Background: an optimization exercise with open tools, aiming at small area, a short achievable clock period and few clock cycles. Do not read the settings as production practice.
No functional check of the RTL was part of this run.

<file path="flow/design.v">
module fp_round (
    input  wire               sign,
    input  wire signed [10:0] exp,
    input  wire        [23:0] mant,
    input  wire               guard,
    input  wire               sticky,
    output reg         [31:0] y
);
    wire               up    = guard & (sticky | mant[0]);
    wire        [24:0] msum  = {1'b0, mant} + {24'd0, up};
    wire        [22:0] frac  = msum[24] ? msum[23:1] : msum[22:0];
    wire signed [10:0] exp_r = msum[24] ? exp + 11'sd1 : exp;
    always @* begin
        if (exp_r >= 11'sd255)
            y = {sign, 8'hFF, 23'd0};
        else if (exp_r <= 11'sd0)
            y = {sign, 31'd0};
        else
            y = {sign, exp_r[7:0], frac};
    end
endmodule
module fp_add (
    input  wire [31:0] a,
    input  wire [31:0] b,
    output reg  [31:0] y
);
    wire       sa = a[31];
    wire       sb = b[31];
    wire [7:0] ea = a[30:23];
    wire [7:0] eb = b[30:23];
    wire       za = (ea == 8'd0);
    wire       zb = (eb == 8'd0);
    wire       infa = (ea == 8'hFF) && (a[22:0] == 23'd0);
    wire       infb = (eb == 8'hFF) && (b[22:0] == 23'd0);
    wire       nana = (ea == 8'hFF) && (a[22:0] != 23'd0);
    wire       nanb = (eb == 8'hFF) && (b[22:0] != 23'd0);
    wire        a_big   = (a[30:0] >= b[30:0]);
    wire        s_big   = a_big ? sa : sb;
    wire [7:0]  e_big   = a_big ? ea : eb;
    wire [7:0]  e_small = a_big ? eb : ea;
    wire [23:0] m_big   = a_big ? {1'b1, a[22:0]} : {1'b1, b[22:0]};
    wire [23:0] m_small = a_big ? {1'b1, b[22:0]} : {1'b1, a[22:0]};
    wire [7:0]  diff    = e_big - e_small;
    wire [4:0]  sh      = (diff > 8'd31) ? 5'd31 : diff[4:0];
    wire [53:0] shifted = {m_small, 3'b000, 27'd0} >> sh;
    wire [26:0] al_small = {shifted[53:28], shifted[27] | (|shifted[26:0])};
    wire [26:0] al_big   = {m_big, 3'b000};
    wire        eff_sub = sa ^ sb;
    wire [27:0] sum = eff_sub ? ({1'b0, al_big} - {1'b0, al_small})
                              : ({1'b0, al_big} + {1'b0, al_small});
    reg [4:0] lz;
    integer i;
    always @* begin
        lz = 5'd27;
        for (i = 0; i <= 26; i = i + 1)
            if (sum[i]) lz = 5'd26 - i[4:0];
    end
    wire [26:0] norm = sum[26:0] << lz;
    reg               r_sign;
    reg signed [10:0] r_exp;
    reg        [23:0] r_mant;
    reg               r_g;
    reg               r_st;
    always @* begin
        r_sign = s_big;
        if (sum[27]) begin
            r_exp  = $signed({3'b000, e_big}) + 11'sd1;
            r_mant = sum[27:4];
            r_g    = sum[3];
            r_st   = |sum[2:0];
        end else begin
            r_exp  = $signed({3'b000, e_big}) - $signed({6'd0, lz});
            r_mant = norm[26:3];
            r_g    = norm[2];
            r_st   = |norm[1:0];
        end
    end
    wire [31:0] rounded;
    fp_round u_round (
        .sign(r_sign), .exp(r_exp), .mant(r_mant),
        .guard(r_g), .sticky(r_st), .y(rounded)
    );
    always @* begin
        if (nana || nanb || (infa && infb && (sa != sb)))
            y = 32'h7FC0_0000;
        else if (infa)
            y = {sa, 8'hFF, 23'd0};
        else if (infb)
            y = {sb, 8'hFF, 23'd0};
        else if (za && zb)
            y = {sa & sb, 31'd0};
        else if (za)
            y = b;
        else if (zb)
            y = a;
        else if (sum == 28'd0)
            y = 32'd0;
        else
            y = rounded;
    end
endmodule
module fp_cmp (
    input  wire [31:0] a,
    input  wire [31:0] b,
    output wire        lt,
    output wire        eq,
    output wire        un
);
    wire [30:0] ma = (a[30:23] == 8'd0) ? 31'd0 : a[30:0];
    wire [30:0] mb = (b[30:23] == 8'd0) ? 31'd0 : b[30:0];
    wire        sa = a[31] && (ma != 31'd0);
    wire        sb = b[31] && (mb != 31'd0);
    wire        nana = (a[30:23] == 8'hFF) && (a[22:0] != 23'd0);
    wire        nanb = (b[30:23] == 8'hFF) && (b[22:0] != 23'd0);
    assign un = nana | nanb;
    assign eq = !un && (sa == sb) && (ma == mb);
    assign lt = !un && ((sa && !sb) ||
                        (!sa && !sb && (ma < mb)) ||
                        (sa && sb && (ma > mb)));
endmodule
module div_lane #(
    parameter S0 = 2,
    parameter R  = 5,
    parameter L  = 3
) (
    input  wire        clk,
    input  wire        load,
    input  wire        step,
    input  wire [31:0] a,
    input  wire [31:0] b,
    input  wire [22:0] dfrac,
    output reg  [31:0] y
);
    wire       s  = a[31] ^ b[31];
    wire [7:0] ea = a[30:23];
    wire [7:0] eb = b[30:23];
    wire       za = (ea == 8'd0);
    wire       zb = (eb == 8'd0);
    wire       infa = (ea == 8'hFF) && (a[22:0] == 23'd0);
    wire       infb = (eb == 8'hFF) && (b[22:0] == 23'd0);
    wire       nana = (ea == 8'hFF) && (a[22:0] != 23'd0);
    wire       nanb = (eb == 8'hFF) && (b[22:0] != 23'd0);
    wire [23:0] ma = {1'b1, a[22:0]};
    wire [23:0] mb = {1'b1, b[22:0]};
    reg [1:0] cls_in;
    always @* begin
        if (nana || nanb || (infa && infb) || (za && zb)) cls_in = 2'd1;
        else if (infa || zb)                             cls_in = 2'd2;
        else if (infb || za)                             cls_in = 2'd3;
        else                                             cls_in = 2'd0;
    end
    wire              lt_in  = (ma < mb);
    wire signed [10:0] exp_in = $signed({3'b000, ea}) - $signed({3'b000, eb})
                                + (lt_in ? 11'sd126 : 11'sd127);
    wire       [24:0] rem_in = lt_in ? {ma, 1'b0} : {1'b0, ma};
    reg               q_sign;
    reg        [1:0]  cls;
    reg signed [10:0] q_exp;
    reg        [24:0] rem;
    reg        [24:0] q;
    reg [24:0] r0, q0;
    reg [25:0] t0;
    integer i;
    always @* begin
        r0 = rem_in;
        q0 = 25'd0;
        for (i = 0; i < S0; i = i + 1) begin
            t0 = {1'b0, r0} - {2'b00, mb};
            q0 = {q0[23:0], !t0[25]};
            r0 = (t0[25] ? r0 : t0[24:0]) << 1;
        end
    end
    wire [23:0] db = {1'b1, dfrac};
    reg [24:0] r1, q1, rl, ql;
    reg [25:0] t1;
    integer j;
    always @* begin
        r1 = rem;
        q1 = q;
        rl = rem;
        ql = q;
        for (j = 0; j < R; j = j + 1) begin
            t1 = {1'b0, r1} - {2'b00, db};
            q1 = {q1[23:0], !t1[25]};
            r1 = (t1[25] ? r1 : t1[24:0]) << 1;
            if (j == L - 1) begin
                rl = r1;
                ql = q1;
            end
        end
    end
    wire [31:0] rounded;
    fp_round u_round (
        .sign(q_sign), .exp(q_exp), .mant(ql[24:1]),
        .guard(ql[0]), .sticky(rl != 25'd0), .y(rounded)
    );
    always @* begin
        case (cls)
            2'd1:    y = 32'h7FC0_0000;
            2'd2:    y = {q_sign, 8'hFF, 23'd0};
            2'd3:    y = {q_sign, 31'd0};
            default: y = rounded;
        endcase
    end
    always @(posedge clk) begin
        if (load) begin
            q_sign <= s;
            cls    <= cls_in;
            q_exp  <= exp_in;
            rem    <= r0;
            q      <= q0;
        end else if (step) begin
            rem <= r1;
            q   <= q1;
        end
    end
endmodule
module modfront (
    input  wire         clk,
    input  wire         rst,
    input  wire         start,
    input  wire [31:0]  v0,
    input  wire [31:0]  v1,
    input  wire [31:0]  v2,
    input  wire [31:0]  vdc,
    input  wire [31:0]  vdc_min,
    input  wire [23:0]  per,
    input  wire         inject,
    input  wire         three_level,
    output wire         ready,
    output reg          done,
    output reg  [167:0] code_o,
    output reg  [5:0]   zero_o,
    output reg          sat,
    output reg          vdc_low
);
    localparam [31:0] F_HALF = 32'h3F00_0000;    
    localparam [31:0] F_ZERO = 32'h0000_0000;    
    localparam integer S0 = 2;
    localparam integer R  = 5;
    localparam integer L  = 3;
    localparam integer NSTEP = (25 - S0 - L) / R;
    localparam [2:0] S_IDLE = 3'd0,
                     S_DIV  = 3'd1,
                     S_SUM  = 3'd2,
                     S_SUB  = 3'd3,
                     S_ADD  = 3'd4,
                     S_MUL  = 3'd5;
    reg [2:0] state;
    reg [2:0] cnt;
    reg        r_inject;
    reg        r_three;
    reg [22:0] r_dfrac;       
    reg [23:0] r_pm;          
    reg [7:0]  r_pe;          
    reg        r_pz;          
    reg [31:0] m [0:2];
    reg [31:0] acc;           
    reg [31:0] d;             
    reg        d_neg;         
    reg [27:0] b_code [0:1];
    reg [1:0]  b_zero;
    reg [1:0]  b_sat;
    reg [1:0]  b_neg;
    assign ready = (state == S_IDLE);
    wire accept = (state == S_IDLE) && start;
    wire vdc_lt, vdc_eq, vdc_un;
    fp_cmp u_cmp_vdc (.a(vdc), .b(vdc_min), .lt(vdc_lt), .eq(vdc_eq), .un(vdc_un));
    wire vdc_ok = !vdc_lt && !vdc_eq && !vdc_un;
    reg [4:0] per_lz;
    integer i;
    always @* begin
        per_lz = 5'd0;
        for (i = 0; i <= 23; i = i + 1)
            if (per[i]) per_lz = 5'd23 - i[4:0];
    end
    wire div_load = accept && vdc_ok;
    wire div_step = (state == S_DIV) && (cnt != NSTEP);
    wire [31:0] q0, q1, q2;
    div_lane #(.S0(S0), .R(R), .L(L)) u_div0 (
        .clk(clk), .load(div_load), .step(div_step), .a(v0), .b(vdc),
        .dfrac(r_dfrac), .y(q0));
    div_lane #(.S0(S0), .R(R), .L(L)) u_div1 (
        .clk(clk), .load(div_load), .step(div_step), .a(v1), .b(vdc),
        .dfrac(r_dfrac), .y(q1));
    div_lane #(.S0(S0), .R(R), .L(L)) u_div2 (
        .clk(clk), .load(div_load), .step(div_step), .a(v2), .b(vdc),
        .dfrac(r_dfrac), .y(q2));
    wire c01_lt, c01_eq, c01_un;
    fp_cmp u_cmp01 (.a(m[0]), .b(m[1]), .lt(c01_lt), .eq(c01_eq), .un(c01_un));
    wire [31:0] mx01 = (!c01_lt && !c01_un) ? m[0] : m[1];
    wire [31:0] mn01 = (c01_lt || c01_eq)    ? m[0] : m[1];
    wire cx_lt, cx_eq, cx_un;
    fp_cmp u_cmpx (.a(mx01), .b(m[2]), .lt(cx_lt), .eq(cx_eq), .un(cx_un));
    wire [31:0] mx = (!cx_lt && !cx_un) ? mx01 : m[2];
    wire cn_lt, cn_eq, cn_un;
    fp_cmp u_cmpn (.a(mn01), .b(m[2]), .lt(cn_lt), .eq(cn_eq), .un(cn_un));
    wire [31:0] mn = (cn_lt || cn_eq) ? mn01 : m[2];
    wire [31:0] m_cur = m[cnt[1:0]];
    reg  [31:0] add_a, add_b;
    wire [31:0] add_y;
    always @* begin
        case (state)
            S_SUM:   begin add_a = mx;     add_b = mn;                        end
            S_SUB:   begin add_a = m_cur;  add_b = {~acc[31], acc[30:0]};     end
            default: begin add_a = F_HALF; add_b = m_cur;                     end
        endcase
    end
    fp_add u_add (.a(add_a), .b(add_b), .y(add_y));
    wire [7:0]  s_exp = add_y[30:23];
    wire [31:0] half_y = (s_exp == 8'hFF) ? add_y :
                         (s_exp <= 8'd1)  ? {add_y[31], 31'd0} :
                                            {add_y[31], s_exp - 8'd1, add_y[22:0]};
    function [31:0] dbl;     
        input [31:0] x;
        begin
            if (x[30:23] == 8'd0 || x[30:23] == 8'hFF)
                dbl = x;
            else if (x[30:23] == 8'hFE)
                dbl = {x[31], 8'hFF, 23'd0};
            else
                dbl = {x[31], x[30:23] + 8'd1, x[22:0]};
        end
    endfunction
    wire        m_neg  = m_cur[31] && (m_cur[30:23] != 8'd0) &&
                         !((m_cur[30:23] == 8'hFF) && (m_cur[22:0] != 23'd0));
    wire [31:0] duty_n = !r_three ? add_y : m_neg ? dbl(add_y) : dbl(m_cur);
    wire [7:0]  de     = d[30:23];
    wire        d_zero = d[31] || (de == 8'd0) || ((de == 8'hFF) && (d[22:0] != 23'd0));
    wire        d_full = (de >= 8'd127);
    wire [47:0] prod   = {1'b1, d[22:0]} * r_pm;
    wire [8:0]  e_sum  = {1'b0, de} + {1'b0, r_pe} - 9'd127;    
    reg  [8:0]  p_exp;
    reg  [23:0] p_mant;
    reg         p_g, p_st;
    always @* begin
        if (prod[47]) begin
            p_exp  = e_sum + 9'd1;
            p_mant = prod[47:24];
            p_g    = prod[23];
            p_st   = |prod[22:0];
        end else begin
            p_exp  = e_sum;
            p_mant = prod[46:23];
            p_g    = prod[22];
            p_st   = |prod[21:0];
        end
    end
    wire        p_up   = p_g & (p_st | p_mant[0]);
    wire [24:0] p_sum  = {1'b0, p_mant} + {24'd0, p_up};
    wire [7:0]  k_exp  = p_sum[24] ? p_exp[7:0] + 8'd1 : p_exp[7:0];
    wire [23:0] k_mant = p_sum[24] ? 24'h80_0000 : p_sum[23:0];
    wire [7:0]  k_rsh  = 8'd150 - k_exp;
    wire [47:0] k_wide = {k_mant, 24'd0} >> k_rsh;
    wire [23:0] k_int  = k_wide[47:24];
    wire        k_up   = k_wide[23] & ((|k_wide[22:0]) | k_int[0]);
    reg  [27:0] k;
    always @* begin
        if (r_pz || k_exp < 8'd126)
            k = 28'd0;
        else if (k_exp <= 8'd150)
            k = {4'd0, k_int} + {27'd0, k_up};
        else
            k = {4'd0, k_mant} << (k_exp - 8'd150);
    end
    wire [27:0] code_val = d_zero ? 28'd0 : d_full ? {24'hFF_FFFF, 4'd0} : k;
    wire        code_sat = d_zero || d_full;
    localparam [27:0] C_FULL = {24'hFF_FFFF, 4'd0};
    integer j;
    always @(posedge clk) begin
        if (rst) begin
            state   <= S_IDLE;
            cnt     <= 3'd0;
            done    <= 1'b0;
            code_o  <= 168'd0;
            zero_o  <= 6'b111111;
            sat     <= 1'b0;
            vdc_low <= 1'b0;
        end else begin
            done <= 1'b0;
            case (state)
                S_IDLE: begin
                    if (start) begin
                        if (!vdc_ok) begin
                            vdc_low <= 1'b1;
                            done    <= 1'b1;
                        end else begin
                            state <= S_DIV;
                        end
                        cnt      <= 3'd0;
                        r_inject <= inject;
                        r_three  <= three_level;
                        r_dfrac  <= vdc[22:0];
                        r_pm     <= per << per_lz;
                        r_pe     <= 8'd154 - {3'd0, per_lz};
                        r_pz     <= (per == 24'd0);
                    end
                end
                S_DIV: begin
                    if (cnt == NSTEP) begin
                        m[0]  <= q0;
                        m[1]  <= q1;
                        m[2]  <= q2;
                        cnt   <= 3'd0;
                        state <= r_inject ? S_SUM : S_ADD;
                    end else begin
                        cnt <= cnt + 3'd1;
                    end
                end
                S_SUM: begin
                    acc   <= half_y;
                    state <= S_SUB;
                end
                S_SUB: begin
                    m[cnt[1:0]] <= add_y;
                    if (cnt == 3'd2) begin
                        cnt   <= 3'd0;
                        state <= S_ADD;
                    end else begin
                        cnt <= cnt + 3'd1;
                    end
                end
                S_ADD: begin
                    d     <= duty_n;
                    d_neg <= m_neg;
                    if (cnt != 3'd0) begin
                        b_code[cnt[0] ^ 1'b1] <= code_val;
                        b_zero[cnt[0] ^ 1'b1] <= d_zero;
                        b_sat[cnt[0] ^ 1'b1]  <= code_sat;
                        b_neg[cnt[0] ^ 1'b1]  <= d_neg;
                    end
                    if (cnt == 3'd2) begin
                        state <= S_MUL;
                    end
                    cnt <= cnt + 3'd1;
                end
                S_MUL: begin
                    if (!r_three) begin
                        code_o[0 +: 28]  <= b_code[0];
                        code_o[28 +: 28] <= b_code[1];
                        code_o[56 +: 28] <= code_val;
                        zero_o[2:0]      <= {d_zero, b_zero};
                        sat              <= code_sat | (|b_sat);
                    end else begin
                        for (j = 0; j < 2; j = j + 1) begin
                            code_o[56*j +: 28]      <= b_neg[j] ? 28'd0 : b_code[j];
                            code_o[56*j + 28 +: 28] <= b_neg[j] ? b_code[j] : C_FULL;
                            zero_o[2*j]             <= b_neg[j] ? 1'b1 : b_zero[j];
                            zero_o[2*j + 1]         <= b_neg[j] ? b_zero[j] : 1'b0;
                        end
                        code_o[112 +: 28] <= d_neg ? 28'd0 : code_val;
                        code_o[140 +: 28] <= d_neg ? code_val : C_FULL;
                        zero_o[4]         <= d_neg ? 1'b1 : d_zero;
                        zero_o[5]         <= d_neg ? d_zero : 1'b0;
                        sat               <= 1'b1;
                    end
                    vdc_low <= 1'b0;
                    done    <= 1'b1;
                    cnt     <= 3'd0;
                    state   <= S_IDLE;
                end
                default: state <= S_IDLE;
            endcase
        end
    end
endmodule
</file>
<file path="flow/run.sh">
#!/bin/bash
# synth_recipe.tcl (not shown) runs the flow's synth.tcl, then flattens the netlist and writes it again
# the make line also repeats each setting of config.mk as NAME=value (left out here)
make -C /OpenROAD-flow-scripts/flow DESIGN_CONFIG=/design/flow/config.mk WORK_HOME=/design/flow/orfs CLKGATE_MAP_FILE= SYNTH_SCRIPT=/design/flow/synth_recipe.tcl finish
</file>
<file path="flow/config.mk">
export PLATFORM = sky130hd
export DESIGN_NAME = modfront
export DESIGN_NICKNAME = modfront
export VERILOG_FILES = /design/flow/design.v
export SDC_FILE = /design/flow/constraint.sdc
export NUM_CORES = 4
export LEC_CHECK = 0
export CAP_MARGIN = 20
export CORE_MARGIN = 2
export CORE_UTILIZATION = 40
export SLEW_MARGIN = 20
</file>
<file path="flow/constraint.sdc">
create_clock -name core_clock -period 24.0 [get_ports {clk}]
set_input_delay 4.8000 -clock core_clock [delete_from_list [all_inputs] [get_ports {clk}]]
set_output_delay 4.8000 -clock core_clock [all_outputs]
set_load 0.01 [all_outputs]
</file>
==> results.cfg <==
[floorplanning]
fp.dieArea_um2 = 255000
fp-row-count = 184
core_area_um2 = 251000
floorplan.initialDensity_pct = 40.1
die_x_um = 505
die_h_um = 505
ios = 367

[timing]
whs_ns = 0.452
slew_violations = 0
setup_slack_ns = 1.20
relSlewSlack_pct = 20.7
fin_skew_ns = 0.0691
tightestPinTransition_ns = 1.18
setup_viol = 0
max_clock_freq_mhz = 43.9
period_share_pct = 95.0
hold_viol = 0
post-route-min-period_ns = 22.80

[global_routing]
grt_pass1_wl_mm = 612
grt-ovfl-total = 0
antenna_found_initial = 16
grt_pass1_vias = 97900
grt_max_degree = 98
grt_use_total_pct = 31.0

[clock_network]
hold_buffers = 0
cts_sinks = 678
cts_root_buf = clkbuf_16
clkLatencyLatePin_ns = 0.80
h-tree-depth = 3
cts_tree = yes
cts_buffers = 82
clk_transition_reported_paths_ns = 0.07
clk_path_buf_depth = 3

[synthesis]
synth_area_leader_cell = edfxtp_1
synth_top_area_share_pct = 12.9
syn-cell-area_um2 = 101000
yosys-top-cells-count = nand2_1 (1,637), inv_1 (1,043), ha_1 (1,005)
synth_edf_count = 433
synth-async-reset-ratio_pct = 0
ys_warn_count = 4
synth.ff_latch_count = 678
syn-mean-instance-area_um2 = 7.84
yosysSeqAreaShare_pct = 17.8
yosys.cell_count.top_type = nand2_1
synth.area.top_cells = edfxtp_1 (13%), ha_1 (13%), fa_1 (9.9%), nand2_1 (6.1%), dfxtp_1 (4.9%)
ys_types = 131
synthCells = 12800
synthFlopType = edfxtp_1

[critical_path]
slowest_stage = o311ai_0
cp-end-kind = flip-flop
slowest_delay_ns = 0.65
cp.required_ns = 24.41
crit_top_cell = a21oi_1
start_kind = flip-flop
critPathKind = reg -> reg
cp_max_fo = 24
arrival_ns = 23.22

[route]
drc = 0
vias = 103000
drtIter0Drc = 10000
ant_nets = 0
drt-wirelength-per-cell_um = 23.6
drt-total-wl_mm = 411
drt_pass1_iterations = 6
vias_per_cell = 5.90

[status]
status = timing/DRC/antenna clean

[cells_and_area]
drive_above_1_share_pct = 14.8
layout.cells.non_filler = 17400
syn_to_final_growth_pct = 19.8
nets = 15700
postLayoutCoreUtil_pct = 48.0

[place]
dpl.hpwl_mm = 324
gp_congestion = 1.07
pre_cts_ws_ns = -1.76
port_buffers = 366
place_inst = 17200

[job]
max_cap_viol_count = 0

[worst_hold_path]
min_path_type = reg -> reg
==> routing by layer <==
layer  share of wire, %  vias up  global-route usage, %
met5              0.019        -                      0
met4                6.4       12                   17.0
met3                8.1      968                   5.37
met2                 46     4323                   51.0
met1                 39    49200                   38.5
li1                   -    48300                      -
==> final timing paths <==
check             startpoint          to  slack [ns]  depth (start not counted)
hold / removal    code_o[85]  code_o[85]        0.45                          2
setup / recovery    m[1][25]       d[21]        1.20                         91
setup reg to reg    m[1][25]       d[21]        1.20                         91
hold reg to reg   code_o[85]  code_o[85]        0.45                          2
==> kinds of logic after synthesis <==
group                      after synthesis  synth area share [%]
other                                    2               0.00747
muxes                                  488                  5.64
adders and majority gates             1502                  22.4
buffers and inverters                 1683                  6.40
DFF                                    678                  17.8
and+or+nand+nor                       4696                  22.2
xor gates and xnor gates               431                  3.78
AOI/OAI and AO/OA                     3345                  21.8
==> sequential cells by signal, summed over array words and instances (netlist names), 23 cells and up, named ones only <==
signal and cells:
r_dfrac 23, d 32, acc 32, m 128, r_pm 24, u_div0.rem 24
b_code 56, u_div1.rem 24, u_div2.rem 24, code_o 168
==> cells in the final DEF, fill, tap and decap left out, types with 64 or more instances in the layout <==
cell,instances
o21ai_0,609
o21a_1,245
clkbuf_16,87
o21ai_2,64
buf_4,1306
a21o_1,227
edfxtp_1,433
xnor2_1,295
nor2b_1,95
and3_1,94
xor2_1,134
nor2_1,962
and2_1,350
o21ai_1,107
o211ai_1,74
nand2_1,1634
nand3_1,346
nor3_1,400
clkdlybuf4s50_1,365
inv_1,1040
mux2_2,184
a31oi_1,91
o22ai_1,136
mux2i_1,248
ha_1,999
nand2b_1,217
o31ai_1,212
fa_1,497
a21oi_1,747
dfxtp_1,243
a211oi_1,139
nor4_1,140
nand4_1,131
==> layout make-up <==
cell class	count	area, um2
multi-input cells	10500	77300
well taps	3348	4190
repair buffers	1707	14200
inverters	1054	3970
clock buffers	100	2240
clock inverters	53	603
fillers	24800	130000
flip-flops and latches	678	17900
diodes	16	40.0
==> through the flow <==
stage / instance area (um2) / setup TNS (ns)
3_5_place_dp: 116000 / -106.27
5_1_grt: 120000 / -14.79
6_report: 120000 / 0
2_1_floorplan: 101000 / 0
3_3_place_gp: 116000 / -97.30
4_1_cts: 119000 / 0
==> timing repair <==
action / CTS / global route
gates cloned: 0 / 4
resized for setup: 107 / 255
buffers inserted: 6 / 56
pin swaps: 32 / 154
endpoints found under the setup margin: 75 / 227
==> critical path: cells and delay by family (launching register included) <==
family	cells	cell delay, ns
AND/OR/NAND/NOR	22	5.97
flip-flops	1	0.62
adder cells (fa/ha/maj)	6	1.72
XOR/XNOR	1	0.22
buffers and inverters	9	1.96
AO/OA/AOI/OAI	50	10.82
multiplexers	3	1.03

[separate check: timing with driven ports]
How much do the figures lean on ideal ports? The routed layout below was timed once more, with nothing changed but the port constraints.
Step 1 (the two cells are an assumption about what drives the block):
set clk [get_ports {clk}]
set_driving_cell -lib_cell sky130_fd_sc_hd__clkbuf_16 $clk
set_driving_cell -lib_cell sky130_fd_sc_hd__buf_2 [delete_from_list [all_inputs] $clk]
Step 2 adds t to the input delays and takes it off the output delays; t is the mean of the earliest and latest rising clock arrival at the registers after step 1. Input paths then give back, and output paths get back, about the clock's delay inside the block.
a / b / c = ideal ports / drivers / drivers and shift; a / b = the first two.
shift t [ns]: 0.843
slack for setup (ns): 1.196 / 1.196 / 1.196
slew at the worst register clock pin (ns): 0.07 / 0.07
After both steps this run still meets setup and hold. For this run, drivers alone change the setup slack by 0.000 ns; drivers and shift together by 0.000 ns.
